This design comes from an exercise in tuning for small area, a short achievable clock period and few clock cycles per item on the open sky130 flow, not from production work. Function was checked by simulation only, so behaviour that the tests miss may differ from the original. No activity file was given, so power comes from the tool's default toggle rates.

==> flow/design.v <==
module bch_dec (
    input  wire        clk,
    input  wire        rst,
    input  wire        in_valid,
    output wire        in_ready,
    input  wire [63:0] in_data,
    output reg         out_valid,
    output wire        out_fail,       
    output wire [1:0]  out_nerr,       
    output wire [10:0] out_pos0,       
    output wire [10:0] out_pos1,
    output wire [10:0] out_pos2
);
    function [10:0] gf_mul(input [10:0] a, input [10:0] b);
        integer i;
        begin
            gf_mul = 11'd0;
            for (i = 10; i >= 0; i = i - 1) begin
                gf_mul = {gf_mul[9:0], 1'b0} ^ (gf_mul[10] ? 11'h005 : 11'h000);
                if (b[i]) gf_mul = gf_mul ^ a;
            end
        end
    endfunction
    function tr(input [10:0] x);    
        tr = x[0] ^ x[9];
    endfunction
    function [10:0] f_sq1(input [10:0] x);
        begin
            f_sq1[0] = x[0] ^ x[10];
            f_sq1[1] = x[6];
            f_sq1[2] = x[1] ^ x[10];
            f_sq1[3] = x[6] ^ x[7];
            f_sq1[4] = x[2];
            f_sq1[5] = x[7] ^ x[8];
            f_sq1[6] = x[3];
            f_sq1[7] = x[8] ^ x[9];
            f_sq1[8] = x[4];
            f_sq1[9] = x[9] ^ x[10];
            f_sq1[10] = x[5];
        end
    endfunction
    function [10:0] f_sq2(input [10:0] x);
        begin
            f_sq2[0] = x[0] ^ x[5] ^ x[10];
            f_sq2[1] = x[3];
            f_sq2[2] = x[5] ^ x[6];
            f_sq2[3] = x[3] ^ x[8] ^ x[9];
            f_sq2[4] = x[1] ^ x[10];
            f_sq2[5] = x[4] ^ x[8] ^ x[9];
            f_sq2[6] = x[6] ^ x[7];
            f_sq2[7] = x[4] ^ x[9] ^ x[10];
            f_sq2[8] = x[2];
            f_sq2[9] = x[5] ^ x[9] ^ x[10];
            f_sq2[10] = x[7] ^ x[8];
        end
    endfunction
    function [10:0] f_sq3(input [10:0] x);
        begin
            f_sq3[0] = x[0] ^ x[5] ^ x[7] ^ x[8] ^ x[10];
            f_sq3[1] = x[6] ^ x[7];
            f_sq3[2] = x[3] ^ x[7] ^ x[8];
            f_sq3[3] = x[4] ^ x[6] ^ x[7] ^ x[9] ^ x[10];
            f_sq3[4] = x[5] ^ x[6];
            f_sq3[5] = x[2] ^ x[4] ^ x[9] ^ x[10];
            f_sq3[6] = x[3] ^ x[8] ^ x[9];
            f_sq3[7] = x[2] ^ x[5] ^ x[9] ^ x[10];
            f_sq3[8] = x[1] ^ x[10];
            f_sq3[9] = x[5] ^ x[7] ^ x[8] ^ x[9] ^ x[10];
            f_sq3[10] = x[4] ^ x[8] ^ x[9];
        end
    endfunction
    function [10:0] f_sq5(input [10:0] x);
        begin
            f_sq5[0] = x[0] ^ x[2] ^ x[5] ^ x[7];
            f_sq5[1] = x[4] ^ x[6] ^ x[7] ^ x[9] ^ x[10];
            f_sq5[2] = x[2] ^ x[3] ^ x[4] ^ x[8] ^ x[10];
            f_sq5[3] = x[1] ^ x[4] ^ x[5] ^ x[6] ^ x[8] ^ x[10];
            f_sq5[4] = x[4] ^ x[6] ^ x[7] ^ x[8] ^ x[9];
            f_sq5[5] = x[1] ^ x[6] ^ x[7] ^ x[8] ^ x[9];
            f_sq5[6] = x[2] ^ x[3] ^ x[5] ^ x[8] ^ x[10];
            f_sq5[7] = x[4] ^ x[6] ^ x[7] ^ x[10];
            f_sq5[8] = x[3] ^ x[7] ^ x[8];
            f_sq5[9] = x[2] ^ x[5] ^ x[7] ^ x[9];
            f_sq5[10] = x[1] ^ x[2] ^ x[5] ^ x[9];
        end
    endfunction
    function [10:0] f_sq6(input [10:0] x);
        begin
            f_sq6[0] = x[0] ^ x[1] ^ x[7] ^ x[9];
            f_sq6[1] = x[2] ^ x[3] ^ x[5] ^ x[8] ^ x[10];
            f_sq6[2] = x[1] ^ x[2] ^ x[4] ^ x[5] ^ x[6] ^ x[7] ^ x[10];
            f_sq6[3] = x[2] ^ x[3] ^ x[4] ^ x[5] ^ x[6] ^ x[7] ^ x[8];
            f_sq6[4] = x[2] ^ x[3] ^ x[4] ^ x[8] ^ x[10];
            f_sq6[5] = x[3] ^ x[4] ^ x[6] ^ x[8] ^ x[10];
            f_sq6[6] = x[1] ^ x[4] ^ x[5] ^ x[6] ^ x[8] ^ x[10];
            f_sq6[7] = x[2] ^ x[3] ^ x[5] ^ x[8] ^ x[9];
            f_sq6[8] = x[4] ^ x[6] ^ x[7] ^ x[8] ^ x[9];
            f_sq6[9] = x[1] ^ x[7];
            f_sq6[10] = x[1] ^ x[6] ^ x[7] ^ x[8] ^ x[9];
        end
    endfunction
    function [10:0] f_sq9(input [10:0] x);
        begin
            f_sq9[0] = x[0] ^ x[2] ^ x[5] ^ x[6] ^ x[7] ^ x[10];
            f_sq9[1] = x[1] ^ x[2] ^ x[3] ^ x[4] ^ x[6] ^ x[9] ^ x[10];
            f_sq9[2] = x[8];
            f_sq9[3] = x[1];
            f_sq9[4] = x[1] ^ x[3] ^ x[5];
            f_sq9[5] = x[1] ^ x[3] ^ x[5] ^ x[7] ^ x[9];
            f_sq9[6] = x[1] ^ x[2] ^ x[3] ^ x[5] ^ x[7] ^ x[9];
            f_sq9[7] = x[1] ^ x[2] ^ x[3] ^ x[5] ^ x[6] ^ x[7] ^ x[9];
            f_sq9[8] = x[1] ^ x[2] ^ x[3] ^ x[5] ^ x[6] ^ x[7] ^ x[9] ^ x[10];
            f_sq9[9] = x[2] ^ x[5] ^ x[6] ^ x[7] ^ x[9] ^ x[10];
            f_sq9[10] = x[1] ^ x[2] ^ x[3] ^ x[6] ^ x[9] ^ x[10];
        end
    endfunction
    function [10:0] f_sqrt(input [10:0] x);
        begin
            f_sqrt[0] = x[0] ^ x[1] ^ x[3] ^ x[5] ^ x[7] ^ x[9];
            f_sqrt[1] = x[1] ^ x[2] ^ x[3] ^ x[5] ^ x[7] ^ x[9];
            f_sqrt[2] = x[4];
            f_sqrt[3] = x[6];
            f_sqrt[4] = x[8];
            f_sqrt[5] = x[10];
            f_sqrt[6] = x[1];
            f_sqrt[7] = x[1] ^ x[3];
            f_sqrt[8] = x[1] ^ x[3] ^ x[5];
            f_sqrt[9] = x[1] ^ x[3] ^ x[5] ^ x[7];
            f_sqrt[10] = x[1] ^ x[3] ^ x[5] ^ x[7] ^ x[9];
        end
    endfunction
    function [10:0] f_ht(input [10:0] x);
        begin
            f_ht[0] = x[5] ^ x[7] ^ x[9] ^ x[10];
            f_ht[1] = x[2] ^ x[3] ^ x[4] ^ x[5] ^ x[6] ^ x[8] ^ x[10];
            f_ht[2] = x[3] ^ x[4] ^ x[5] ^ x[6] ^ x[8] ^ x[9] ^ x[10];
            f_ht[3] = x[1] ^ x[2] ^ x[3] ^ x[4] ^ x[5] ^ x[8] ^ x[10];
            f_ht[4] = x[3] ^ x[5] ^ x[6] ^ x[8] ^ x[9] ^ x[10];
            f_ht[5] = x[9] ^ x[10];
            f_ht[6] = x[1] ^ x[2] ^ x[3] ^ x[4] ^ x[5] ^ x[6] ^ x[8] ^ x[10];
            f_ht[7] = x[3] ^ x[6];
            f_ht[8] = x[3] ^ x[5] ^ x[6] ^ x[9] ^ x[10];
            f_ht[9] = x[5] ^ x[7] ^ x[9] ^ x[10];
            f_ht[10] = x[9];
        end
    endfunction
    function [10:0] f_htsq(input [10:0] x);
        begin
            f_htsq[0] = x[5] ^ x[7] ^ x[10];
            f_htsq[1] = x[1] ^ x[2] ^ x[3] ^ x[4] ^ x[5] ^ x[6] ^ x[8] ^ x[10];
            f_htsq[2] = x[2] ^ x[3] ^ x[4] ^ x[5] ^ x[6] ^ x[8] ^ x[9] ^ x[10];
            f_htsq[3] = x[1] ^ x[2] ^ x[4] ^ x[5] ^ x[8] ^ x[10];
            f_htsq[4] = x[3] ^ x[4] ^ x[5] ^ x[6] ^ x[8] ^ x[9] ^ x[10];
            f_htsq[5] = x[5] ^ x[9] ^ x[10];
            f_htsq[6] = x[1] ^ x[2] ^ x[3] ^ x[4] ^ x[5] ^ x[8] ^ x[10];
            f_htsq[7] = x[3] ^ x[6] ^ x[7];
            f_htsq[8] = x[3] ^ x[5] ^ x[6] ^ x[8] ^ x[9] ^ x[10];
            f_htsq[9] = x[5] ^ x[7] ^ x[10];
            f_htsq[10] = x[9] ^ x[10];
        end
    endfunction
    function [4:0] f_t23(input [10:0] x);
        reg [22:0] m;
        begin
            m[0] = (x == 11'd1);
            m[1] = (x == 11'd167);
            m[2] = (x == 11'd174);
            m[3] = (x == 11'd281);
            m[4] = (x == 11'd319);
            m[5] = (x == 11'd322);
            m[6] = (x == 11'd378);
            m[7] = (x == 11'd418);
            m[8] = (x == 11'd481);
            m[9] = (x == 11'd552);
            m[10] = (x == 11'd637);
            m[11] = (x == 11'd1085);
            m[12] = (x == 11'd1148);
            m[13] = (x == 11'd1155);
            m[14] = (x == 11'd1164);
            m[15] = (x == 11'd1518);
            m[16] = (x == 11'd1525);
            m[17] = (x == 11'd1728);
            m[18] = (x == 11'd1747);
            m[19] = (x == 11'd1876);
            m[20] = (x == 11'd1887);
            m[21] = (x == 11'd1942);
            m[22] = (x == 11'd2011);
            f_t23[0] = m[2] | m[4] | m[6] | m[7] | m[8] | m[10] | m[11] | m[14] | m[15] | m[16] | m[22];
            f_t23[1] = m[5] | m[10] | m[12] | m[13] | m[14] | m[15] | m[16] | m[18] | m[19] | m[21] | m[22];
            f_t23[2] = m[2] | m[3] | m[4] | m[5] | m[7] | m[9] | m[10] | m[18] | m[20] | m[21] | m[22];
            f_t23[3] = m[3] | m[4] | m[5] | m[10] | m[11] | m[12] | m[15] | m[17];
            f_t23[4] = m[1] | m[6] | m[7] | m[14] | m[18] | m[19] | m[20];
        end
    endfunction
    function [11:0] f_t89(input [10:1] x);
        reg [88:0] m;
        begin
            m[0] = (x == 10'd0);
            m[1] = (x == 10'd16);
            m[2] = (x == 10'd17);
            m[3] = (x == 10'd56);
            m[4] = (x == 10'd59);
            m[5] = (x == 10'd78);
            m[6] = (x == 10'd81);
            m[7] = (x == 10'd89);
            m[8] = (x == 10'd96);
            m[9] = (x == 10'd103);
            m[10] = (x == 10'd110);
            m[11] = (x == 10'd116);
            m[12] = (x == 10'd125);
            m[13] = (x == 10'd144);
            m[14] = (x == 10'd166);
            m[15] = (x == 10'd185);
            m[16] = (x == 10'd188);
            m[17] = (x == 10'd195);
            m[18] = (x == 10'd199);
            m[19] = (x == 10'd207);
            m[20] = (x == 10'd212);
            m[21] = (x == 10'd233);
            m[22] = (x == 10'd238);
            m[23] = (x == 10'd243);
            m[24] = (x == 10'd252);
            m[25] = (x == 10'd258);
            m[26] = (x == 10'd266);
            m[27] = (x == 10'd304);
            m[28] = (x == 10'd307);
            m[29] = (x == 10'd321);
            m[30] = (x == 10'd328);
            m[31] = (x == 10'd342);
            m[32] = (x == 10'd368);
            m[33] = (x == 10'd388);
            m[34] = (x == 10'd411);
            m[35] = (x == 10'd412);
            m[36] = (x == 10'd441);
            m[37] = (x == 10'd456);
            m[38] = (x == 10'd468);
            m[39] = (x == 10'd504);
            m[40] = (x == 10'd506);
            m[41] = (x == 10'd512);
            m[42] = (x == 10'd514);
            m[43] = (x == 10'd534);
            m[44] = (x == 10'd535);
            m[45] = (x == 10'd561);
            m[46] = (x == 10'd568);
            m[47] = (x == 10'd587);
            m[48] = (x == 10'd592);
            m[49] = (x == 10'd596);
            m[50] = (x == 10'd612);
            m[51] = (x == 10'd618);
            m[52] = (x == 10'd623);
            m[53] = (x == 10'd645);
            m[54] = (x == 10'd654);
            m[55] = (x == 10'd655);
            m[56] = (x == 10'd662);
            m[57] = (x == 10'd666);
            m[58] = (x == 10'd691);
            m[59] = (x == 10'd727);
            m[60] = (x == 10'd731);
            m[61] = (x == 10'd737);
            m[62] = (x == 10'd755);
            m[63] = (x == 10'd756);
            m[64] = (x == 10'd757);
            m[65] = (x == 10'd773);
            m[66] = (x == 10'd790);
            m[67] = (x == 10'd804);
            m[68] = (x == 10'd808);
            m[69] = (x == 10'd810);
            m[70] = (x == 10'd822);
            m[71] = (x == 10'd837);
            m[72] = (x == 10'd841);
            m[73] = (x == 10'd847);
            m[74] = (x == 10'd849);
            m[75] = (x == 10'd861);
            m[76] = (x == 10'd865);
            m[77] = (x == 10'd867);
            m[78] = (x == 10'd876);
            m[79] = (x == 10'd890);
            m[80] = (x == 10'd892);
            m[81] = (x == 10'd897);
            m[82] = (x == 10'd903);
            m[83] = (x == 10'd905);
            m[84] = (x == 10'd919);
            m[85] = (x == 10'd922);
            m[86] = (x == 10'd944);
            m[87] = (x == 10'd972);
            m[88] = (x == 10'd986);
            f_t89[0] = m[1] | m[3] | m[5] | m[7] | m[8] | m[9] | m[10] | m[11] | m[13] | m[14] | m[18] | m[21] | m[22] | m[25] | m[26] | m[28] | m[29] | m[30] | m[31] | m[32] | m[33] | m[34] | m[38] | m[41] | m[43] | m[46] | m[49] | m[52] | m[56] | m[57] | m[62] | m[64] | m[68] | m[69] | m[71] | m[73] | m[74] | m[77] | m[80] | m[81] | m[82] | m[84] | m[86] | m[87];
            f_t89[1] = m[2] | m[4] | m[5] | m[8] | m[9] | m[12] | m[13] | m[15] | m[16] | m[17] | m[19] | m[22] | m[24] | m[26] | m[27] | m[28] | m[29] | m[32] | m[33] | m[34] | m[36] | m[37] | m[43] | m[44] | m[45] | m[48] | m[52] | m[53] | m[57] | m[64] | m[67] | m[68] | m[70] | m[71] | m[72] | m[76] | m[77] | m[79] | m[81] | m[84] | m[85] | m[86] | m[87] | m[88];
            f_t89[2] = m[1] | m[2] | m[4] | m[6] | m[7] | m[8] | m[11] | m[13] | m[14] | m[16] | m[18] | m[20] | m[21] | m[26] | m[27] | m[28] | m[29] | m[31] | m[34] | m[36] | m[37] | m[42] | m[43] | m[44] | m[46] | m[48] | m[54] | m[55] | m[58] | m[59] | m[60] | m[61] | m[65] | m[66] | m[69] | m[73] | m[74] | m[76] | m[77] | m[81] | m[85] | m[86] | m[87] | m[88];
            f_t89[3] = m[2] | m[3] | m[5] | m[6] | m[8] | m[9] | m[11] | m[12] | m[17] | m[18] | m[19] | m[21] | m[22] | m[24] | m[25] | m[26] | m[29] | m[30] | m[32] | m[37] | m[38] | m[39] | m[40] | m[42] | m[43] | m[44] | m[45] | m[46] | m[48] | m[50] | m[51] | m[52] | m[54] | m[55] | m[62] | m[66] | m[74] | m[75] | m[78] | m[85] | m[87];
            f_t89[4] = m[1] | m[2] | m[4] | m[5] | m[7] | m[16] | m[17] | m[21] | m[22] | m[23] | m[26] | m[28] | m[30] | m[34] | m[36] | m[37] | m[38] | m[39] | m[40] | m[41] | m[42] | m[43] | m[45] | m[51] | m[53] | m[56] | m[58] | m[61] | m[63] | m[64] | m[65] | m[66] | m[67] | m[71] | m[72] | m[73] | m[74] | m[80] | m[81] | m[83] | m[84];
            f_t89[5] = m[3] | m[7] | m[16] | m[17] | m[18] | m[20] | m[22] | m[24] | m[28] | m[30] | m[33] | m[37] | m[42] | m[43] | m[47] | m[49] | m[51] | m[52] | m[55] | m[65] | m[67] | m[69] | m[71] | m[74] | m[75] | m[76] | m[79] | m[80] | m[83] | m[85] | m[86] | m[87];
            f_t89[6] = m[1] | m[6] | m[19] | m[25] | m[27] | m[29] | m[31] | m[32] | m[35] | m[36] | m[39] | m[41] | m[44] | m[46] | m[50] | m[53] | m[60] | m[61] | m[63] | m[68] | m[70] | m[77] | m[81] | m[82] | m[84];
            f_t89[7] = m[2] | m[3] | m[6] | m[7] | m[10] | m[11] | m[13] | m[15] | m[16] | m[17] | m[20] | m[21] | m[22] | m[24] | m[26] | m[27] | m[32] | m[33] | m[35] | m[38] | m[39] | m[40] | m[41] | m[42] | m[46] | m[48] | m[52] | m[53] | m[54] | m[58] | m[64] | m[65] | m[69] | m[70] | m[72] | m[77] | m[78] | m[81] | m[82] | m[83] | m[84] | m[87] | m[88];
            f_t89[8] = m[1] | m[5] | m[8] | m[10] | m[11] | m[14] | m[15] | m[17] | m[19] | m[20] | m[22] | m[23] | m[25] | m[27] | m[33] | m[36] | m[37] | m[38] | m[40] | m[41] | m[42] | m[43] | m[45] | m[48] | m[50] | m[53] | m[54] | m[56] | m[57] | m[59] | m[61] | m[66] | m[67] | m[69] | m[71] | m[74] | m[75] | m[76] | m[77] | m[80] | m[83] | m[84] | m[86] | m[87];
            f_t89[9] = m[2] | m[5] | m[6] | m[7] | m[9] | m[10] | m[12] | m[13] | m[14] | m[15] | m[16] | m[19] | m[21] | m[25] | m[26] | m[27] | m[28] | m[29] | m[30] | m[32] | m[38] | m[40] | m[44] | m[45] | m[46] | m[47] | m[49] | m[50] | m[51] | m[57] | m[59] | m[62] | m[63] | m[65] | m[66] | m[67] | m[71] | m[77] | m[78] | m[79] | m[80] | m[83] | m[87] | m[88];
            f_t89[10] = m[1] | m[2] | m[4] | m[5] | m[6] | m[7] | m[10] | m[11] | m[12] | m[13] | m[18] | m[20] | m[22] | m[23] | m[24] | m[25] | m[27] | m[29] | m[37] | m[39] | m[40] | m[49] | m[51] | m[53] | m[59] | m[60] | m[64] | m[67] | m[82] | m[86] | m[87];
            f_t89[11] = m[3] | m[8] | m[17] | m[21] | m[28] | m[32] | m[33] | m[35] | m[41] | m[44] | m[45] | m[47] | m[50] | m[54] | m[55] | m[57] | m[61] | m[62] | m[65] | m[68] | m[72] | m[73] | m[74] | m[76] | m[80] | m[81] | m[88];
        end
    endfunction
    reg  [4:0]  widx;                  
    reg         in_rdy;
    reg  [63:0] in_r;                  
    reg         take_r, last_r;
    reg  [10:0] acc1, acc3, acc5;
    reg         b_busy;
    reg  [4:0]  b_cnt;                 
    wire [16:0] b_st = 17'd1 << b_cnt;
    assign in_ready = in_rdy;
    wire take = in_valid && in_rdy;
    wire [96:0] syn_in = {acc5, acc3, acc1, in_r};
    wire [32:0] syn_out;
    wire syn_x97 = syn_in[55] ^ syn_in[56];
    wire syn_x98 = syn_in[52] ^ syn_in[60];
    wire syn_x99 = syn_in[47] ^ syn_in[51];
    wire syn_x100 = syn_in[28] ^ syn_in[39];
    wire syn_x101 = syn_in[27] ^ syn_in[38];
    wire syn_x102 = syn_in[13] ^ syn_in[61];
    wire syn_x103 = syn_in[43] ^ syn_in[45];
    wire syn_x104 = syn_in[57] ^ syn_in[58];
    wire syn_x105 = syn_in[26] ^ syn_in[44];
    wire syn_x106 = syn_in[23] ^ syn_in[59];
    wire syn_x107 = syn_in[29] ^ syn_in[40];
    wire syn_x108 = syn_in[15] ^ syn_in[33];
    wire syn_x109 = syn_in[46] ^ syn_in[50];
    wire syn_x110 = syn_in[37] ^ syn_in[53];
    wire syn_x111 = syn_in[31] ^ syn_in[54];
    wire syn_x112 = syn_in[16] ^ syn_in[34];
    wire syn_x113 = syn_in[30] ^ syn_in[41];
    wire syn_x114 = syn_in[36] ^ syn_in[42];
    wire syn_x115 = syn_in[25] ^ syn_in[48];
    wire syn_x116 = syn_in[17] ^ syn_in[35];
    wire syn_x117 = syn_in[95] ^ syn_in[96];
    wire syn_x118 = syn_in[22] ^ syn_x97;
    wire syn_x119 = syn_in[14] ^ syn_in[62];
    wire syn_x120 = syn_in[20] ^ syn_in[24];
    wire syn_x121 = syn_in[63] ^ syn_x101;
    wire syn_x122 = syn_x98 ^ syn_x100;
    wire syn_x123 = syn_in[93] ^ syn_in[94];
    wire syn_x124 = syn_x99 ^ syn_x106;
    wire syn_x125 = syn_in[65] ^ syn_in[74];
    wire syn_x126 = syn_in[91] ^ syn_x117;
    wire syn_x127 = syn_in[32] ^ syn_x115;
    wire syn_x128 = syn_x102 ^ syn_x104;
    wire syn_x129 = syn_in[49] ^ syn_x103;
    wire syn_x130 = syn_in[19] ^ syn_in[63];
    wire syn_x131 = syn_in[59] ^ syn_x108;
    wire syn_x132 = syn_in[12] ^ syn_in[56];
    wire syn_x133 = syn_in[87] ^ syn_in[92];
    wire syn_x134 = syn_in[21] ^ syn_in[34];
    wire syn_x135 = syn_in[69] ^ syn_in[73];
    wire syn_x136 = syn_in[11] ^ syn_in[33];
    wire syn_x137 = syn_in[76] ^ syn_x109;
    wire syn_x138 = syn_in[68] ^ syn_in[72];
    wire syn_x139 = syn_in[66] ^ syn_in[70];
    wire syn_x140 = syn_in[18] ^ syn_in[62];
    wire syn_x141 = syn_in[27] ^ syn_x112;
    wire syn_x142 = syn_in[52] ^ syn_x105;
    wire syn_x143 = syn_in[10] ^ syn_x111;
    wire syn_x144 = syn_in[12] ^ syn_in[90];
    wire syn_x145 = syn_in[25] ^ syn_x99;
    wire syn_x146 = syn_in[89] ^ syn_x123;
    wire syn_x147 = syn_in[79] ^ syn_in[82];
    wire syn_x148 = syn_x107 ^ syn_x126;
    wire syn_x149 = syn_in[6] ^ syn_x119;
    wire syn_x150 = syn_in[80] ^ syn_in[83];
    wire syn_x151 = syn_in[61] ^ syn_x110;
    wire syn_x152 = syn_in[67] ^ syn_in[71];
    wire syn_x153 = syn_in[48] ^ syn_x113;
    wire syn_x154 = syn_in[4] ^ syn_in[60];
    wire syn_x155 = syn_in[51] ^ syn_x131;
    wire syn_x156 = syn_in[35] ^ syn_x147;
    wire syn_x157 = syn_in[21] ^ syn_in[31];
    wire syn_x158 = syn_in[38] ^ syn_x136;
    wire syn_x159 = syn_in[45] ^ syn_in[81];
    wire syn_x160 = syn_in[86] ^ syn_x133;
    wire syn_x161 = syn_in[5] ^ syn_x106;
    wire syn_x162 = syn_in[75] ^ syn_in[84];
    wire syn_x163 = syn_in[88] ^ syn_x105;
    wire syn_x164 = syn_in[3] ^ syn_x104;
    wire syn_x165 = syn_in[10] ^ syn_in[32];
    wire syn_x166 = syn_in[8] ^ syn_x97;
    wire syn_x167 = syn_in[7] ^ syn_x140;
    wire syn_x168 = syn_x132 ^ syn_x134;
    wire syn_x169 = syn_x125 ^ syn_x135;
    wire syn_x170 = syn_in[77] ^ syn_x150;
    wire syn_x171 = syn_in[8] ^ syn_x118;
    wire syn_x172 = syn_in[11] ^ syn_x121;
    wire syn_x173 = syn_in[49] ^ syn_x152;
    wire syn_x174 = syn_in[23] ^ syn_in[36];
    wire syn_x175 = syn_in[31] ^ syn_in[35];
    wire syn_x176 = syn_in[18] ^ syn_x122;
    wire syn_x177 = syn_in[15] ^ syn_x103;
    wire syn_x178 = syn_in[57] ^ syn_x120;
    wire syn_x179 = syn_in[44] ^ syn_in[47];
    wire syn_x180 = syn_in[7] ^ syn_in[26];
    wire syn_x181 = syn_in[24] ^ syn_x145;
    wire syn_x182 = syn_in[85] ^ syn_x129;
    wire syn_x183 = syn_in[36] ^ syn_x98;
    wire syn_x184 = syn_in[39] ^ syn_x139;
    wire syn_x185 = syn_in[50] ^ syn_x138;
    wire syn_x186 = syn_x109 ^ syn_x128;
    wire syn_x187 = syn_x116 ^ syn_x172;
    wire syn_x188 = syn_in[78] ^ syn_x137;
    wire syn_x189 = syn_x143 ^ syn_x180;
    wire syn_x190 = syn_in[37] ^ syn_x127;
    wire syn_x191 = syn_x114 ^ syn_x124;
    wire syn_x192 = syn_in[20] ^ syn_x113;
    wire syn_x193 = syn_in[9] ^ syn_in[40];
    wire syn_x194 = syn_in[58] ^ syn_x118;
    wire syn_x195 = syn_in[41] ^ syn_in[54];
    wire syn_x196 = syn_x111 ^ syn_x114;
    wire syn_x197 = syn_in[42] ^ syn_x157;
    wire syn_x198 = syn_in[47] ^ syn_x164;
    wire syn_x199 = syn_x108 ^ syn_x181;
    wire syn_x200 = syn_in[79] ^ syn_x132;
    wire syn_x201 = syn_x158 ^ syn_x194;
    wire syn_x202 = syn_in[73] ^ syn_x130;
    wire syn_x203 = syn_in[19] ^ syn_in[60];
    wire syn_x204 = syn_in[82] ^ syn_x107;
    wire syn_x205 = syn_in[7] ^ syn_x133;
    wire syn_x206 = syn_in[53] ^ syn_x141;
    wire syn_x207 = syn_in[25] ^ syn_x107;
    wire syn_x208 = syn_in[2] ^ syn_x178;
    wire syn_x209 = syn_x110 ^ syn_x182;
    wire syn_x210 = syn_in[55] ^ syn_x187;
    wire syn_x211 = syn_x101 ^ syn_x165;
    wire syn_x212 = syn_in[43] ^ syn_x207;
    wire syn_x213 = syn_x120 ^ syn_x177;
    wire syn_x214 = syn_in[59] ^ syn_x186;
    wire syn_x215 = syn_in[28] ^ syn_x102;
    wire syn_x216 = syn_in[51] ^ syn_x161;
    wire syn_x217 = syn_in[52] ^ syn_in[84];
    wire syn_x218 = syn_in[49] ^ syn_x131;
    wire syn_x219 = syn_in[50] ^ syn_in[91];
    wire syn_x220 = syn_x117 ^ syn_x163;
    wire syn_x221 = syn_x153 ^ syn_x197;
    wire syn_x222 = syn_x173 ^ syn_x175;
    wire syn_x223 = syn_x146 ^ syn_x220;
    wire syn_x224 = syn_in[32] ^ syn_in[94];
    wire syn_x225 = syn_in[55] ^ syn_x195;
    wire syn_x226 = syn_in[9] ^ syn_in[30];
    wire syn_x227 = syn_x193 ^ syn_x196;
    wire syn_x228 = syn_in[44] ^ syn_x156;
    wire syn_x229 = syn_in[86] ^ syn_x148;
    wire syn_x230 = syn_in[22] ^ syn_x162;
    wire syn_x231 = syn_x206 ^ syn_x214;
    wire syn_x232 = syn_in[70] ^ syn_x112;
    wire syn_x233 = syn_in[11] ^ syn_in[29];
    wire syn_x234 = syn_in[71] ^ syn_x116;
    wire syn_x235 = syn_in[0] ^ syn_x201;
    wire syn_x236 = syn_x136 ^ syn_x166;
    wire syn_x237 = syn_x123 ^ syn_x160;
    wire syn_x238 = syn_x151 ^ syn_x234;
    wire syn_x239 = syn_in[42] ^ syn_in[64];
    wire syn_x240 = syn_x102 ^ syn_x190;
    wire syn_x241 = syn_in[13] ^ syn_x104;
    wire syn_x242 = syn_x168 ^ syn_x184;
    wire syn_x243 = syn_in[49] ^ syn_x159;
    wire syn_x244 = syn_x149 ^ syn_x226;
    wire syn_x245 = syn_in[43] ^ syn_in[46];
    wire syn_x246 = syn_in[77] ^ syn_x105;
    wire syn_x247 = syn_x115 ^ syn_x204;
    wire syn_x248 = syn_in[45] ^ syn_x122;
    wire syn_x249 = syn_in[16] ^ syn_x215;
    wire syn_x250 = syn_in[88] ^ syn_x141;
    wire syn_x251 = syn_in[53] ^ syn_x121;
    wire syn_x252 = syn_in[30] ^ syn_x223;
    wire syn_x253 = syn_in[1] ^ syn_x103;
    wire syn_x254 = syn_x176 ^ syn_x200;
    wire syn_x255 = syn_x125 ^ syn_x242;
    wire syn_x256 = syn_in[14] ^ syn_x171;
    wire syn_x257 = syn_in[14] ^ syn_x185;
    wire syn_x258 = syn_in[17] ^ syn_x233;
    wire syn_x259 = syn_x119 ^ syn_x191;
    wire syn_x260 = syn_x112 ^ syn_x144;
    wire syn_x261 = syn_in[19] ^ syn_x110;
    wire syn_x262 = syn_x183 ^ syn_x232;
    wire syn_x263 = syn_x192 ^ syn_x218;
    wire syn_x264 = syn_x155 ^ syn_x241;
    assign syn_out[0] = syn_in[20] ^ syn_in[66] ^ syn_x107 ^ syn_x169 ^ syn_x179 ^ syn_x235 ^ syn_x239;
    assign syn_out[1] = syn_in[57] ^ syn_in[67] ^ syn_x106 ^ syn_x153 ^ syn_x253 ^ syn_x255;
    assign syn_out[2] = syn_in[13] ^ syn_in[29] ^ syn_in[46] ^ syn_in[47] ^ syn_in[60] ^ syn_in[64] ^ syn_in[68] ^ syn_x97 ^ syn_x158 ^ syn_x169 ^ syn_x208 ^ syn_x222;
    assign syn_out[3] = syn_in[30] ^ syn_in[36] ^ syn_in[61] ^ syn_in[69] ^ syn_x127 ^ syn_x198 ^ syn_x255 ^ syn_x257;
    assign syn_out[4] = syn_in[4] ^ syn_in[22] ^ syn_in[26] ^ syn_in[37] ^ syn_in[40] ^ syn_in[48] ^ syn_in[62] ^ syn_x135 ^ syn_x139 ^ syn_x222 ^ syn_x264;
    assign syn_out[5] = syn_in[32] ^ syn_in[41] ^ syn_in[58] ^ syn_in[74] ^ syn_x121 ^ syn_x161 ^ syn_x173 ^ syn_x257 ^ syn_x262;
    assign syn_out[6] = syn_in[6] ^ syn_in[24] ^ syn_in[60] ^ syn_x100 ^ syn_x135 ^ syn_x155 ^ syn_x185 ^ syn_x238 ^ syn_x239;
    assign syn_out[7] = syn_in[38] ^ syn_in[51] ^ syn_in[54] ^ syn_in[61] ^ syn_in[72] ^ syn_x167 ^ syn_x169 ^ syn_x212 ^ syn_x262;
    assign syn_out[8] = syn_in[8] ^ syn_in[55] ^ syn_in[62] ^ syn_in[74] ^ syn_x113 ^ syn_x142 ^ syn_x184 ^ syn_x202 ^ syn_x238;
    assign syn_out[9] = syn_in[20] ^ syn_in[45] ^ syn_in[56] ^ syn_in[64] ^ syn_in[72] ^ syn_in[74] ^ syn_x140 ^ syn_x152 ^ syn_x227 ^ syn_x251;
    assign syn_out[10] = syn_in[21] ^ syn_in[37] ^ syn_in[57] ^ syn_in[64] ^ syn_in[65] ^ syn_x100 ^ syn_x138 ^ syn_x165 ^ syn_x202 ^ syn_x225 ^ syn_x245;
    assign syn_out[11] = syn_in[48] ^ syn_in[54] ^ syn_in[83] ^ syn_in[85] ^ syn_x100 ^ syn_x109 ^ syn_x142 ^ syn_x156 ^ syn_x159 ^ syn_x235 ^ syn_x259;
    assign syn_out[12] = syn_in[4] ^ syn_in[15] ^ syn_in[52] ^ syn_x100 ^ syn_x130 ^ syn_x150 ^ syn_x189 ^ syn_x230 ^ syn_x231 ^ syn_x247;
    assign syn_out[13] = syn_in[39] ^ syn_in[53] ^ syn_in[76] ^ syn_x127 ^ syn_x129 ^ syn_x130 ^ syn_x191 ^ syn_x192 ^ syn_x217 ^ syn_x228 ^ syn_x236;
    assign syn_out[14] = syn_in[1] ^ syn_in[12] ^ syn_in[19] ^ syn_in[37] ^ syn_in[50] ^ syn_in[75] ^ syn_x154 ^ syn_x170 ^ syn_x174 ^ syn_x181 ^ syn_x182 ^ syn_x189 ^ syn_x194 ^ syn_x249;
    assign syn_out[15] = syn_in[5] ^ syn_in[16] ^ syn_in[81] ^ syn_x124 ^ syn_x188 ^ syn_x203 ^ syn_x210 ^ syn_x212 ^ syn_x230;
    assign syn_out[16] = syn_in[33] ^ syn_in[48] ^ syn_in[75] ^ syn_x98 ^ syn_x137 ^ syn_x147 ^ syn_x168 ^ syn_x178 ^ syn_x209 ^ syn_x227 ^ syn_x246;
    assign syn_out[17] = syn_x101 ^ syn_x119 ^ syn_x142 ^ syn_x166 ^ syn_x170 ^ syn_x188 ^ syn_x208 ^ syn_x216 ^ syn_x240 ^ syn_x258;
    assign syn_out[18] = syn_in[6] ^ syn_in[17] ^ syn_in[61] ^ syn_in[78] ^ syn_in[81] ^ syn_x99 ^ syn_x120 ^ syn_x153 ^ syn_x162 ^ syn_x174 ^ syn_x246 ^ syn_x254;
    assign syn_out[19] = syn_in[22] ^ syn_in[80] ^ syn_x128 ^ syn_x134 ^ syn_x145 ^ syn_x188 ^ syn_x209 ^ syn_x211 ^ syn_x225 ^ syn_x228;
    assign syn_out[20] = syn_in[21] ^ syn_in[26] ^ syn_x164 ^ syn_x170 ^ syn_x199 ^ syn_x243 ^ syn_x244 ^ syn_x251 ^ syn_x254;
    assign syn_out[21] = syn_in[24] ^ syn_in[27] ^ syn_in[57] ^ syn_in[78] ^ syn_in[80] ^ syn_x102 ^ syn_x167 ^ syn_x197 ^ syn_x217 ^ syn_x243 ^ syn_x247 ^ syn_x261;
    assign syn_out[22] = syn_in[0] ^ syn_in[90] ^ syn_x148 ^ syn_x154 ^ syn_x221 ^ syn_x224 ^ syn_x231 ^ syn_x236;
    assign syn_out[23] = syn_in[56] ^ syn_in[92] ^ syn_x98 ^ syn_x116 ^ syn_x124 ^ syn_x128 ^ syn_x213 ^ syn_x229 ^ syn_x244 ^ syn_x261;
    assign syn_out[24] = syn_in[21] ^ syn_in[28] ^ syn_in[95] ^ syn_x118 ^ syn_x129 ^ syn_x144 ^ syn_x154 ^ syn_x167 ^ syn_x187 ^ syn_x195 ^ syn_x219 ^ syn_x237 ^ syn_x264;
    assign syn_out[25] = syn_in[5] ^ syn_x99 ^ syn_x148 ^ syn_x149 ^ syn_x163 ^ syn_x183 ^ syn_x211 ^ syn_x237 ^ syn_x245 ^ syn_x249 ^ syn_x263;
    assign syn_out[26] = syn_in[3] ^ syn_in[39] ^ syn_in[43] ^ syn_x116 ^ syn_x134 ^ syn_x196 ^ syn_x199 ^ syn_x205 ^ syn_x252 ^ syn_x256;
    assign syn_out[27] = syn_in[22] ^ syn_in[24] ^ syn_in[46] ^ syn_x101 ^ syn_x143 ^ syn_x151 ^ syn_x203 ^ syn_x252 ^ syn_x253 ^ syn_x259 ^ syn_x260;
    assign syn_out[28] = syn_in[89] ^ syn_x97 ^ syn_x144 ^ syn_x189 ^ syn_x198 ^ syn_x224 ^ syn_x229 ^ syn_x248 ^ syn_x263;
    assign syn_out[29] = syn_in[29] ^ syn_in[44] ^ syn_x114 ^ syn_x126 ^ syn_x130 ^ syn_x160 ^ syn_x176 ^ syn_x186 ^ syn_x216 ^ syn_x256 ^ syn_x260;
    assign syn_out[30] = syn_in[63] ^ syn_in[93] ^ syn_in[96] ^ syn_x108 ^ syn_x149 ^ syn_x151 ^ syn_x179 ^ syn_x205 ^ syn_x219 ^ syn_x221 ^ syn_x248 ^ syn_x250 ^ syn_x258;
    assign syn_out[31] = syn_in[4] ^ syn_in[18] ^ syn_in[57] ^ syn_in[92] ^ syn_x142 ^ syn_x146 ^ syn_x171 ^ syn_x174 ^ syn_x175 ^ syn_x177 ^ syn_x190 ^ syn_x193 ^ syn_x250;
    assign syn_out[32] = syn_in[2] ^ syn_in[23] ^ syn_in[46] ^ syn_in[62] ^ syn_in[90] ^ syn_in[95] ^ syn_x111 ^ syn_x122 ^ syn_x146 ^ syn_x179 ^ syn_x210 ^ syn_x213 ^ syn_x240;
    wire       b_load = take_r && last_r;
    wire       b_pass;                 
    wire [4:0] widx_n = take ? ((widx == 5'd19) ? 5'd0 : widx + 5'd1) : widx;
    wire       b_busy_n = b_load || (b_busy && !b_pass);
    always @(posedge clk) begin
        in_r   <= in_data & {{16{1'b1}}, {48{widx != 5'd19}}};
        last_r <= (widx == 5'd19);
        if (rst) begin
            take_r <= 1'b0;
            widx   <= 5'd0;
            in_rdy <= 1'b1;
            acc1   <= 11'd0;
            acc3   <= 11'd0;
            acc5   <= 11'd0;
        end else begin
            widx   <= widx_n;
            take_r <= take;
            in_rdy <= (widx_n != 5'd19) || !b_busy_n;
            if (take_r) begin
                acc1 <= last_r ? 11'd0 : syn_out[10:0];
                acc3 <= last_r ? 11'd0 : syn_out[21:11];
                acc5 <= last_r ? 11'd0 : syn_out[32:22];
            end
        end
    end
    reg [10:0] b_s1, b_s3, b_s5, b_r1, b_d, b_x, b_a;
    wire [10:0] b_t = b_s3;            
    reg        b_allz, b_case2, b_dz, b_trk;
    wire       c_busy;
    wire [4:0] d_cnt;
    assign     b_pass = b_busy && b_st[16] && !c_busy && (d_cnt >= 5'd6);
    wire [4:0]  b_cn = b_load ? 5'd0 : b_st[16] ? b_cnt : b_cnt + 5'd1;
    wire [16:0] b_nx = 17'd1 << b_cn;
    wire b_c2 = b_case2, b_c3 = !b_case2;
    reg [7:0] b_sa;                    
    reg [8:0] b_sb;                    
    always @(posedge clk) begin
        b_sa <= {b_nx[12] | (b_nx[13] & b_c3) | b_nx[14],
                 b_nx[7] | b_nx[10] | (b_nx[11] & b_c3) | b_nx[15],
                 b_nx[8], b_nx[6], b_nx[4] | (b_nx[11] & b_c2),
                 b_nx[2], b_nx[1], b_nx[0] | b_nx[3] | (b_nx[13] & b_c2)};
        b_sb <= {b_nx[14], b_nx[12], b_nx[10], b_nx[8] | b_nx[11] | (b_nx[13] & b_c3),
                 b_nx[7], b_nx[6] | (b_nx[13] & b_c2), b_nx[3] | b_nx[4] | b_nx[15],
                 b_nx[2], b_nx[0] | b_nx[1]};
    end
    wire [10:0] b_ma =
        ({11{b_sa[0]}} & b_s1) |
        ({11{b_sa[1]}} & b_r1) |
        ({11{b_sa[2]}} & b_s3) |
        ({11{b_sa[3]}} & b_d) |
        ({11{b_sa[4]}} & f_sq1(b_x)) |
        ({11{b_sa[5]}} & b_x) |
        ({11{b_sa[6]}} & b_a) |
        ({11{b_sa[7]}} & b_t);
    wire [10:0] b_mb =
        ({11{b_sb[0]}} & f_sq1(b_s1)) |
        ({11{b_sb[1]}} & b_d) |
        ({11{b_sb[2]}} & b_s5) |
        ({11{b_sb[3]}} & b_x) |
        ({11{b_sb[4]}} & f_sq2(b_a)) |
        ({11{b_sb[5]}} & f_sq1(b_a)) |
        ({11{b_sb[6]}} & b_t) |
        ({11{b_sb[7]}} & f_sq2(b_d)) |
        ({11{b_sb[8]}} & f_sq2(b_s5));
    wire [10:0] b_m = gf_mul(b_ma, b_mb);
    always @(posedge clk) begin
        if (rst) begin
            b_busy <= 1'b0;
        end else if (b_load) begin
            b_busy <= 1'b1;
        end else if (b_pass) begin
            b_busy <= 1'b0;
        end
        if (rst) begin
            b_cnt <= 5'd16;
        end else begin
            b_cnt <= b_cn;
        end
        if (b_load) begin
            b_s1 <= syn_out[10:0];
            b_s3 <= syn_out[21:11];
            b_s5 <= syn_out[32:22];
        end
        if (b_st[0])  begin b_r1 <= b_m; b_allz <= (b_s1 == 11'd0) && (b_s3 == 11'd0) && (b_s5 == 11'd0); end
        if (b_st[1])  begin b_s5 <= b_m ^ b_s5; b_d <= b_r1 ^ b_s3; end
        if (b_st[2] | b_st[11] | (b_st[13] & b_c3)) b_s3 <= b_m;
        if (b_st[9])  b_s3 <= f_sq5(b_a);
        if (b_st[3] | b_st[14]) b_x <= b_m;
        if (b_st[3])  b_dz <= (b_d == 11'd0);
        if (b_st[4])  b_case2 <= (b_x == b_t);
        if (b_st[4] | b_st[6] | b_st[7] | b_st[8] | b_st[10]) b_a <= b_m;
        if (b_st[5])  b_x <= b_case2 ? b_r1 : b_a;
        if (b_st[12] & b_c3) b_r1 <= b_m;
        if (b_st[12] & b_c2) b_x  <= f_ht(b_t);
        if (b_st[12]) b_trk <= tr(b_t);
        if (b_st[13]) b_r1 <= b_dz ? b_s1 : b_c2 ? b_m : b_r1;
        if (b_st[15]) b_d <= b_m;
    end
    reg        c_bsy;
    reg [3:0]  c_cnt;                  
    wire [12:0] c_st = 13'd1 << c_cnt;
    reg [10:0] c_s1, c_c, c_ic, c_sp, c_za, c_zb;
    reg [1:0]  c_n;
    reg        c_fail, c_ok;
    wire       d_busy;
    assign     c_busy = c_bsy;
    wire       c_pass = c_bsy && c_st[12] && !d_busy;
    wire       c_k3 = (c_n == 2'd3);
    wire       b_k3 = !b_allz && !b_dz && !b_case2;
    wire [3:0]  c_cn = b_pass ? 4'd0 : c_st[12] ? c_cnt : c_cnt + 4'd1;
    wire [12:0] c_nx = 13'd1 << c_cn;
    reg c_up, c_dn;                    
    reg [2:0] c_sa;
    reg [3:0] c_sb;
    always @(posedge clk) begin
        c_up <= c_nx[0] | c_nx[1] | c_nx[4];
        c_dn <= c_nx[2] | c_nx[3] | c_nx[5] | c_nx[6];
        c_sa <= {c_nx[10] | c_nx[11], c_nx[7],
                 c_nx[0] | c_nx[1] | c_nx[2] | c_nx[3] | c_nx[4] | c_nx[5] | c_nx[6] | c_nx[9]};
        c_sb <= {c_nx[10], c_nx[9], c_nx[7],
                 c_nx[0] | c_nx[1] | c_nx[2] | c_nx[3] | c_nx[4] | c_nx[5] | c_nx[6] | c_nx[11]};
    end
    wire [10:0] c_ma =
        ({11{c_sa[0]}} & c_za) |
        ({11{c_sa[1]}} & c_ic) |
        ({11{c_sa[2]}} & c_sp);
    wire [10:0] c_mb =
        ({11{c_sb[0]}} & c_zb) |
        ({11{c_sb[1]}} & (f_sq1(c_za) ^ 11'd1)) |
        ({11{c_sb[2]}} & c_c) |
        ({11{c_sb[3]}} & c_za);
    wire [10:0] c_m = gf_mul(c_ma, c_mb);
    always @(posedge clk) begin
        if (rst) begin
            c_bsy <= 1'b0;
        end else if (b_pass) begin
            c_bsy <= 1'b1;
        end else if (c_pass) begin
            c_bsy <= 1'b0;
        end
        if (rst) begin
            c_cnt <= 4'd12;
        end else begin
            c_cnt <= c_cn;
        end
        if (b_pass) begin
            c_s1   <= b_s1;
            c_n    <= b_allz ? 2'd0 : b_dz ? 2'd1 : b_case2 ? 2'd2 : 2'd3;
            c_fail <= !b_allz && (b_dz ? !(b_s5 == 11'd0 && b_s1 != 11'd0) :
                                  b_case2 ? b_trk : (b_s5 == 11'd0 || !tr(b_x)));
            c_c  <= b_r1;
            c_ic <= b_k3 ? b_x : b_r1 ^ b_s1;
            c_za <= b_r1;
            c_zb <= f_sq1(b_r1);
            c_sp <= b_d;
        end
        if (c_up) begin c_za <= c_m ^ c_c; c_zb <= f_sq1(c_zb); end
        if (c_dn) begin c_za <= f_sq1(c_za); c_zb <= c_m ^ c_c; end
        if (c_st[7]) begin c_zb <= c_m; c_ok <= (c_zb == f_sq2(c_za)); end
        if (c_st[8] & c_k3)  c_c  <= f_htsq(c_zb);
        if (c_st[9])  c_zb <= c_m;
        if (c_st[10] & c_k3) c_c  <= c_m ^ c_s1;
        if (c_st[11] & c_k3) begin c_ic <= c_m ^ c_s1; c_s1 <= c_m ^ c_c; end
    end
    reg        d_bsy;
    reg [4:0]  d_cn_r;                 
    assign     d_cnt = d_cn_r;
    wire [14:0] d_st = 15'd1 << d_cnt;
    reg [10:0] d_x64, d_e5, d_e69;
    wire [10:0] d_e534 = d_e5;         
    reg [1:0]  d_n;
    reg        d_fail;
    reg [4:0]  d_k;
    reg [6:0]  d_b;
    reg [10:0] d_q0, d_q1, d_q2;
    assign     d_busy = d_bsy;
    wire [4:0]  d_cn = c_pass ? 5'd0 : (d_cnt == 5'd15) ? d_cnt : d_cnt + 5'd1;
    wire [14:0] d_nx = 15'd1 << d_cn;
    reg d_g0, d_g1, d_g2, d_p1, d_p2;  
    wire d_p0 = d_g0 | d_g1 | d_g2;
    always @(posedge clk) begin
        d_g0 <= d_nx[0];
        d_g1 <= d_nx[3];
        d_g2 <= d_nx[6];
        d_p1 <= d_nx[1] | d_nx[4] | d_nx[7];
        d_p2 <= d_nx[2] | d_nx[5] | d_nx[8];
    end
    wire [10:0] d_x  = ({11{d_g0}} & c_c) | ({11{d_g1}} & c_ic) | ({11{d_g2}} & c_s1);
    wire [10:0] d_ma = ({11{d_p0}} & d_x) | ({11{d_p1 | d_p2}} & d_e5);
    wire [10:0] d_mb = ({11{d_p0}} & f_sq2(d_x)) | ({11{d_p1}} & d_x64) |
                       ({11{d_p2}} & f_sq9(d_e69));
    wire [10:0] d_m = gf_mul(d_ma, d_mb);
    wire d_tab = d_st[3] | d_st[6] | d_st[9];
    wire d_key_st = d_st[4] | d_st[7] | d_st[10];
    wire [11:0] d_t89 = f_t89(d_e69[10:1]);    
    wire [5:0]  d_kd  = {1'b0, f_t23(d_e534)} - {1'b0, d_t89[11:7]};
    wire [4:0]  d_kn  = d_kd[5] ? d_kd[4:0] + 5'd23 : d_kd[4:0];
    wire [11:0] d_kk  = 12'd1279 - {7'd0, d_k} * 12'd89;
    wire [11:0] d_pos = d_kk - {5'd0, d_b};
    wire        d_ok  = !d_pos[11] && (d_pos[10:0] <= 11'd1231);
    wire        d_use = d_st[4] ? (d_n != 2'd0) : d_st[7] ? d_n[1] : (d_n == 2'd3);
    wire [10:0] d_key = (d_use && d_ok) ? d_pos[10:0] : 11'h7ff;
    wire        d_sw01 = d_q1 < d_q0;
    wire        d_sw12 = d_q2 < d_q1;
    always @(posedge clk) begin
        if (rst) begin
            d_bsy     <= 1'b0;
            out_valid <= 1'b0;
        end else begin
            if (c_pass) d_bsy <= 1'b1;
            else if (d_st[14]) d_bsy <= 1'b0;
            out_valid <= d_bsy && d_st[14];
        end
        if (rst) begin
            d_cn_r <= 5'd15;
        end else begin
            d_cn_r <= d_cn;
        end
        if (c_pass) begin
            d_n    <= c_n;
            d_fail <= c_fail || (c_k3 && !c_ok);
        end else if (d_key_st && d_use && !d_ok) begin
            d_fail <= 1'b1;
        end
        if (d_p0) begin d_e5 <= d_m; d_x64 <= f_sq6(d_x); end
        if (d_p1) d_e69 <= d_m;
        if (d_p2) d_e5 <= d_m;
        if (d_tab) begin d_b <= d_t89[6:0]; d_k <= d_kn; end
        if (d_key_st) begin d_q2 <= d_key; d_q1 <= d_q2; d_q0 <= d_q1; end
        if ((d_st[11] | d_st[13]) && d_sw01) begin d_q0 <= d_q1; d_q1 <= d_q0; end
        if (d_st[12] && d_sw12) begin d_q1 <= d_q2; d_q2 <= d_q1; end
        if (d_st[14]) begin
            if (d_fail || d_n == 2'd0) d_q0 <= 11'd0;
            if (d_fail || !d_n[1])     d_q1 <= 11'd0;
            if (d_fail || d_n != 2'd3) d_q2 <= 11'd0;
            if (d_fail)                d_n  <= 2'd0;
        end
    end
    assign out_fail = d_fail;
    assign out_nerr = d_n;
    assign out_pos0 = d_q0;
    assign out_pos1 = d_q1;
    assign out_pos2 = d_q2;
endmodule
==> flow/run.sh <==
#!/bin/bash
# synth_recipe.tcl (not shown) runs the flow's synth.tcl, then flattens the netlist and writes it again
# the make line also repeats each setting of config.mk as NAME=value (left out here)
make -C /OpenROAD-flow-scripts/flow DESIGN_CONFIG=/design/flow/config.mk WORK_HOME=/design/flow/orfs CLKGATE_MAP_FILE= SYNTH_SCRIPT=/design/flow/synth_recipe.tcl finish
==> flow/config.mk <==
export PLATFORM = sky130hd
export DESIGN_NAME = bch_dec
export DESIGN_NICKNAME = bch_dec
export VERILOG_FILES = /design/flow/design.v
export SDC_FILE = /design/flow/constraint.sdc
export NUM_CORES = 4
export LEC_CHECK = 0
export CAP_MARGIN = 20
export CORE_MARGIN = 2
export CORE_UTILIZATION = 60
export SLEW_MARGIN = 20
==> flow/constraint.sdc <==
create_clock -name core_clock -period 10.0 [get_ports {clk}]
set_input_delay 2.0000 -clock core_clock [delete_from_list [all_inputs] [get_ports {clk}]]
set_output_delay 2.0000 -clock core_clock [all_outputs]
set_load 0.01 [all_outputs]
==> impl_metrics.toml, run 1 <==
[timing]
fin_crit_ns = 4.72
final-hold-violation-count = 0
finClkSkew_ns = 0.0273
tns_ns = 0
worstMarginPinSlew_ns = 1.22
fmax_mhz = 212
slew_headroom_pct = 18.3
period_share_pct = 47.2
slew_viol_final = 0
rsz0062_at_grt = "no"
hold_ws_ns = 0.482
setup_viol = 0

[clocking]
path_clk_slew_ns = 0.06
cts_root_buf = "clkbuf_16"
clockBufferDepth = 3
hold_buffers = 0
cts_tree = "built"
clkSinkCount = 384
cts_resized = 0
cts_made_buffers = 41
h-tree-depth = 2
clock_latency_ns = 0.58
post_cts.repair.setup_buffers = 0

[placed_design]
portBuffers = 104
post_dp_cell_area_mm2 = 0.0339
gp_congestion = 1.02
post-dp-hpwl_um = 85100

[pwr]
p_int_mw = 6.61
p_leak_nw = 12.6
p_seq_share_pct = 22.0
swShare_pct = 46.8
irDropWorstVdd_uv = 392
combPwrFrac_pct = 64.7
power_density_mw_per_mm2 = 351
p_clk_share_pct = 13.3
switchingPower_mw = 5.81
power_mw = 12.4

[yosys]
synthXorXnorAreaFrac_pct = 30.8
synth_async_sr_flop_share_pct = 0
synth_edf_count = 197
synth_compound_area_share_pct = 12.9
muxShareOfSynthArea_pct = 1.72
yosysMostFrequentCell = "xnor2_1"
syn_inst = 3817
synth_ff_type = "edfxtp_1"
synth_top_cell_area_share_pct = 21.9
avgSynthCellArea_um2 = 8.57
synthTopCellsByCount = "xnor2_1, nor2_1, xor2_1, clkbuf_1, nand2_1"
synth_top_area_cell = "xnor2_1"
synthTopCellsByArea = "xnor2_1, edfxtp_1, dfxtp_1, xor2_1, nor2_1"
synth_seq_area_share_pct = 29.5
yosys.area_share.simple_pct = 16.4
ys_seq_elements = 384
syn_area_mm2 = 0.0327
synth_top_family_by_area = "XOR/XNOR gates"
synth_nets = 3983
yosys_warnings = 1
synthDistinctLibCells = 83
synthAdderAreaFrac_pct = 3.95

[layout]
largest-register = "in_r"
syn2layout_area_growth_pct = 8.18
fin_area_mm2 = 0.0354
largest_reg_flops = 64
fillers = 4284
final_nets = 3904
drive_gt1_share_pct = 4.91

[setup_path]
path_class = "register to register"
worstPathArrival_ns = 5.19
critPathMaxFanout = 10
required_ns = 10.47
endpoint_kind = "register"
cp-start-kind = "register"

[floorplanning]
pin_count = 105
die_height_um = 237
die_area_mm2 = 0.0564
die_w_um = 237
initial_utilization_pct = 60.8
core_mm2 = 0.0538
num_rows = 85

[status]
outcome = "timing/DRC/antenna clean"

[global_routing]
antenna_found_initial = 1
grt_start_max_net_pins = 58
grt_pass1_vias = 28600
overflow = 0
grt_use_total_pct = 39.3
grt_pass1_wl_um = 171000

[detailed_routing]
drt_first_iter_violations = 4252
ant_nets = 0
route.detailed.drc = 0
post_drt_wl_per_cell_um = 25.3
via_per_inst = 6.54
vias = 29200
drt_pass1_iterations = 9
drt-total-wl_um = 113000

[run]
cap_viol_max_count = 0

[min_path]
hold_class = "register to register"
==> per-layer routing <==
layer | part of all wire (%) | GRT usage, % | up-vias
met1 | 37 | 49.4 | 13700
met4 | 6.8 | 22.1 | 0
li1 | - | - | 12800
met5 | 0 | 0 | -
met2 | 45 | 63.4 | 2175
met3 | 11 | 7.66 | 537
==> power groups by stage <==
stage	Clock (mW)	Sequential, mW	Combinational, mW
6_report	1.65	2.74	8.04
2_1_floorplan	0	2.51	5.94
3_3_place_gp	0	2.73	7.61
5_1_grt	1.71	2.76	8.60
3_5_place_dp	0	2.74	7.80
4_1_cts	1.65	2.71	7.89
==> critical path, stage by stage, from the launching register on <==
cell      delay (ns)
edfxtp_1        0.48
ha_1            0.32
inv_1           0.05
fa_1            0.53
inv_1           0.05
ha_1            0.26
inv_1           0.04
ha_1            0.27
ha_1            0.30
a21oi_1         0.30
o21bai_1        0.10
a21oi_1         0.22
o21bai_1        0.11
a21oi_1         0.24
xnor2_1         0.13
a311oi_1        0.33
o211ai_1        0.36
o221a_2         0.37
o21a_1          0.17
==> kinds of logic (layout without fill, tap and decap cells) <==
logic type                 after synthesis  in the layout
muxes                                   55             55
adders and majority gates               99             99
xor gates and xnor gates              1101           1101
AOI/OAI and AO/OA                      611            611
and+or+nand+nor                       1179           1179
other                                    0              1
DFF                                    384            384
buffers and inverters                  388            342
==> stage by stage <==
| stage | worst slack (ns) | instances | util (%) |
|---|---|---|---|
| finish | 5.28 | 4468 | 65.7 |
| CTS | 5.32 | 4466 | 65.7 |
| floorplan | 5.84 | 3817 | - |
| global route | 5.02 | 4468 | 65.7 |
| detailed placement | 5.33 | 4390 | 63.0 |
| global placement | 5.56 | 4390 | 63.0 |
==> area by class of cell <==
cell class | instances | area, um2 | share of cell area, %
clock inverter | 19 | 208 | 0.587
sequential | 384 | 9660 | 27.3
tap | 696 | 871 | 2.46
antenna | 1 | 2.50 | 0.00707
clock buffer | 57 | 1250 | 3.54
multi-input combinational | 3045 | 21500 | 60.8
inverter | 105 | 394 | 1.11
timing repair buffer | 161 | 1460 | 4.13
==> placed cells by master, fill, tap and decap left out, types with 19 or more instances in the layout <==
cell type	n
o221ai_1	20
and2_1	22
clkbuf_16	46
edfxtp_1	197
xnor2_1	817
nor4_1	27
nand2b_1	24
nand2_1	215
nor2_1	552
inv_1	103
nand3_1	68
o211ai_1	19
dfxtp_1	187
nand4_1	24
a21o_1	26
xor2_1	245
mux2i_1	45
nor2b_1	82
a31oi_1	25
clkdlybuf4s50_1	103
a21oi_1	104
a221oi_1	23
and3_1	30
nor3_1	65
o21ai_0	124
buf_4	56
a22oi_1	76
ha_1	92
a222oi_1	47
==> worst paths after layout <==
| check | startpoint | end | slack, ns | depth (start not counted) |
|---|---|---|---|---|
| worst max-delay path | d_k[1]$_DFFE_PP_ | d_q2[2]$_DFF_P_ | 5.28 | 18 |
| worst max register to register | d_k[1]$_DFFE_PP_ | d_q2[2]$_DFF_P_ | 5.28 | 18 |
| worst min register to register | c_bsy$_SDFFE_PP0P_ | c_bsy$_SDFFE_PP0P_ | 0.48 | 2 |
| worst min-delay path | c_bsy$_SDFFE_PP0P_ | c_bsy$_SDFFE_PP0P_ | 0.48 | 2 |
Testbench counts, summed over its fixed seeds: cycles 9,976, rows 480.
==> inputs of run 2 (changes only) <==
--- a/flow/config.mk
+++ b/flow/config.mk
@@ -7,5 +7,5 @@
 export LEC_CHECK = 0
 export CAP_MARGIN = 20
 export CORE_MARGIN = 2
-export CORE_UTILIZATION = 60
+export CORE_UTILIZATION = 55
 export SLEW_MARGIN = 20
==> run 2 against run 1 <==
Highest routed layer unchanged. Register-to-register slack improved by 0.05 ns. Critical path type unchanged. Area after synthesis unchanged. Still clean. Sequential share of layout area decreased by 0.12 points.
==> impl_metrics.toml, run 2 <==
[clocking]
cts_root_buf = "clkbuf_16"
cts_tree = "built"
clockBufferDepth = 3
post_cts.repair.setup_buffers = 0
h-tree-depth = 2
cts_made_buffers = 43
clock_latency_ns = 0.61
path_clk_slew_ns = 0.06
hold_buffers = 0
clkSinkCount = 384
cts_resized = 0

[setup_path]
crit_buf_inv = 3
critical_path_depth = 18
cp-start-kind = "register"
worstPathArrival_ns = 5.14
required_ns = 10.47
path_class = "register to register"
crit_path_top_delay_cell = "fa_1"
cp_top_family = "compound AO/OA/AOI/OAI gates"
critPathMaxFanout = 10
reg2regPathDepth = 18
crit_path_cell_trace = "ha_1 -> inv_1 -> fa_1 -> inv_1 -> ha_1 -> inv_1 -> ha_1 -> ha_1 -> a21oi_1 -> o21bai_1 -> a21oi_1 -> o21bai_1 -> a21oi_1 -> xnor2_1 -> a311oi_1 -> o211ai_1 -> o221a_2 -> o21a_1"
endpoint_kind = "register"
max_stage_delay_ns = 0.53
timing.critical_path.mode_cell = "ha_1"

[yosys]
avgSynthCellArea_um2 = 8.57
synth_nets = 3983
syn_inst = 3817
synthTopCellsByCount = "xnor2_1, nor2_1, xor2_1, clkbuf_1, nand2_1"
synth_async_sr_flop_share_pct = 0
synth_ff_type = "edfxtp_1"
synthDistinctLibCells = 83
synth_top_cell_area_share_pct = 21.9
syn_area_mm2 = 0.0327
synth_edf_count = 197
synthTopCellsByArea = "xnor2_1, edfxtp_1, dfxtp_1, xor2_1, nor2_1"
ys_seq_elements = 384
yosysMostFrequentCell = "xnor2_1"
synth_seq_area_share_pct = 29.5
synth_top_area_cell = "xnor2_1"
yosys_warnings = 1

[min_path]
hold_class = "register to register"
whs_path_depth = 2

[layout]
layout_commonest_cell = "xnor2_1"
fillers = 5110
instances_no_fill = 4555
syn2layout_area_growth_pct = 8.64
final_cell_mix = "xnor2_1, nor2_1, xor2_1, nand2_1, edfxtp_1"
final_nets = 3912
largest_reg_flops = 64
drive_gt1_share_pct = 5.08
largest-register = "in_r"
multi_input_area_mm2 = 0.0215
regArea_mm2 = 0.00966

[floorplanning]
core_mm2 = 0.0589
die_area_mm2 = 0.0614
pin_count = 105
die_w_um = 248
num_rows = 89
die_height_um = 248
initial_utilization_pct = 55.5

[timing]
finClkSkew_ns = 0.0426
fmax_mhz = 214
period_share_pct = 46.7
setup_viol = 0
slew_headroom_pct = 21.6
fin_crit_ns = 4.67
worstMarginPinSlew_ns = 1.17
rsz0062_at_grt = "no"
slew_viol_final = 0
final-hold-violation-count = 0
tns_ns = 0

[detailed_routing]
drt-total-wl_um = 112000
vias = 28700
via_per_inst = 6.29
post_drt_wl_per_cell_um = 24.6
ant_nets = 0
drt_first_iter_violations = 3967
route.detailed.drc = 0
drt_pass1_iterations = 9

[pwr]
power_mw = 12.6
power_density_mw_per_mm2 = 354
irDropWorstVdd_uv = 525
p_leak_nw = 12.6

[placed_design]
portBuffers = 104
dp.cells = 4474
post-dp-hpwl_um = 84800
gp_congestion = 1.04

[run]
cap_viol_max_count = 0

[global_routing]
grt_start_max_net_pins = 58
overflow = 0
antenna_found_initial = 1
grt_pass1_wl_um = 170000
grt_pass1_vias = 27900
grt_use_total_pct = 36.1

[status]
outcome = "timing/DRC/antenna clean"
-- run 2: changes by cell type in the layout (fill, tap and decap cells not counted), sizes merged --
cell / change
bufinv: +1
clkinvlp: +4
clkinv: +5
buf: +6
clkbuf: -4
inv: -2
-- run 2: final cells by class --
type                    count  share of cell area, %
clock inverters            27                  0.905
inverters                 105                   1.11
repair buffers            167                   4.23
well taps                 773                   2.72
clock buffers              53                   3.30
diodes                      1                0.00704
multi-input cells        3045                   60.5
flip-flops and latches    384                   27.2
-- run 2: power breakdown --
part	switching, mW	internal, mW
Clock	0.705	0.973
Combinational	4.82	3.36
Sequential	0.425	2.30
-- run 2: layer usage --
metal / global-route usage (%) / vias up / routed length [um]
met5: 0 / - / 0
li1: - / 12800 / -
met4: 15.5 / 0 / 5510
met2: 60.0 / 1725 / 52600
met3: 5.17 / 382 / 10300
met1: 46.7 / 13700 / 43800
-- run 2: final timing paths --
path                            slack (ns)               start                  to
worst max register to register        5.33    d_k[1]$_DFFE_PP_     d_q2[2]$_DFF_P_
worst max-delay path                  5.33    d_k[1]$_DFFE_PP_     d_q2[2]$_DFF_P_
worst min-delay path                  0.48  c_bsy$_SDFFE_PP0P_  c_bsy$_SDFFE_PP0P_
worst min register to register        0.48  c_bsy$_SDFFE_PP0P_  c_bsy$_SDFFE_PP0P_
-- run 2: tightest hold or removal path, delay by kind of cell (launching register included) --
family,cells,cell delay (ns)
AO/OA/AOI/OAI,1,0.06
flip-flops,1,0.32
AND/OR/NAND/NOR,1,0.06
-- run 2: per-stage QoR --
step / worst slack, ns / area (um2) / hold WS [ns] / util [%]
after CTS: 5.39 / 35500 / 0.477 / 60.3
after detailed placement: 5.42 / 34000 / 0.470 / 57.7
after global routing: 4.94 / 35500 / 0.523 / 60.3
after floorplan: 5.84 / 32700 / 0.421 / -
final: 5.33 / 35500 / 0.481 / 60.3
after global placement: 5.49 / 34000 / 0.463 / 57.7
-- run 2: kinds of logic after synthesis --
logic type / count (synthesis) / synth area share (%)
fa+ha+maj: 99 / 3.95
xor+xnor: 1101 / 30.8
flops: 384 / 29.5
compound gates: 611 / 12.9
mux: 55 / 1.72
buf+inv: 388 / 4.73
simple gates: 1179 / 16.4

port drivers added, routing unchanged:
The results above use ideal ports. As a check the final layouts listed here were re-extracted and re-timed, cells and wires unchanged.
Step 1 sets driving cells, clkbuf_16 on the clock port and buf_2 on the other inputs (assumed; they add their load-dependent delay and slew).
Step 2 times the ports against the registers' clock, not the clock port: input delays grow and output delays shrink by t, the midpoint of the rising clock arrivals with the driver on.
Three values: ideal, step 1, step 2; two values: the first two.
run	shift t [ns]	setup slack, ns	worst setup path after step 2	latest minus earliest clock arrival (ns)	slew at the worst register clock pin (ns)
run 1	0.627	5.281 / 5.281 / 5.281	register to register	0.029 / 0.029	0.07 / 0.07
run 2	0.647	5.331 / 5.331 / 5.331	register to register	0.043 / 0.043	0.07 / 0.07
After both steps every run listed still meets setup and hold.
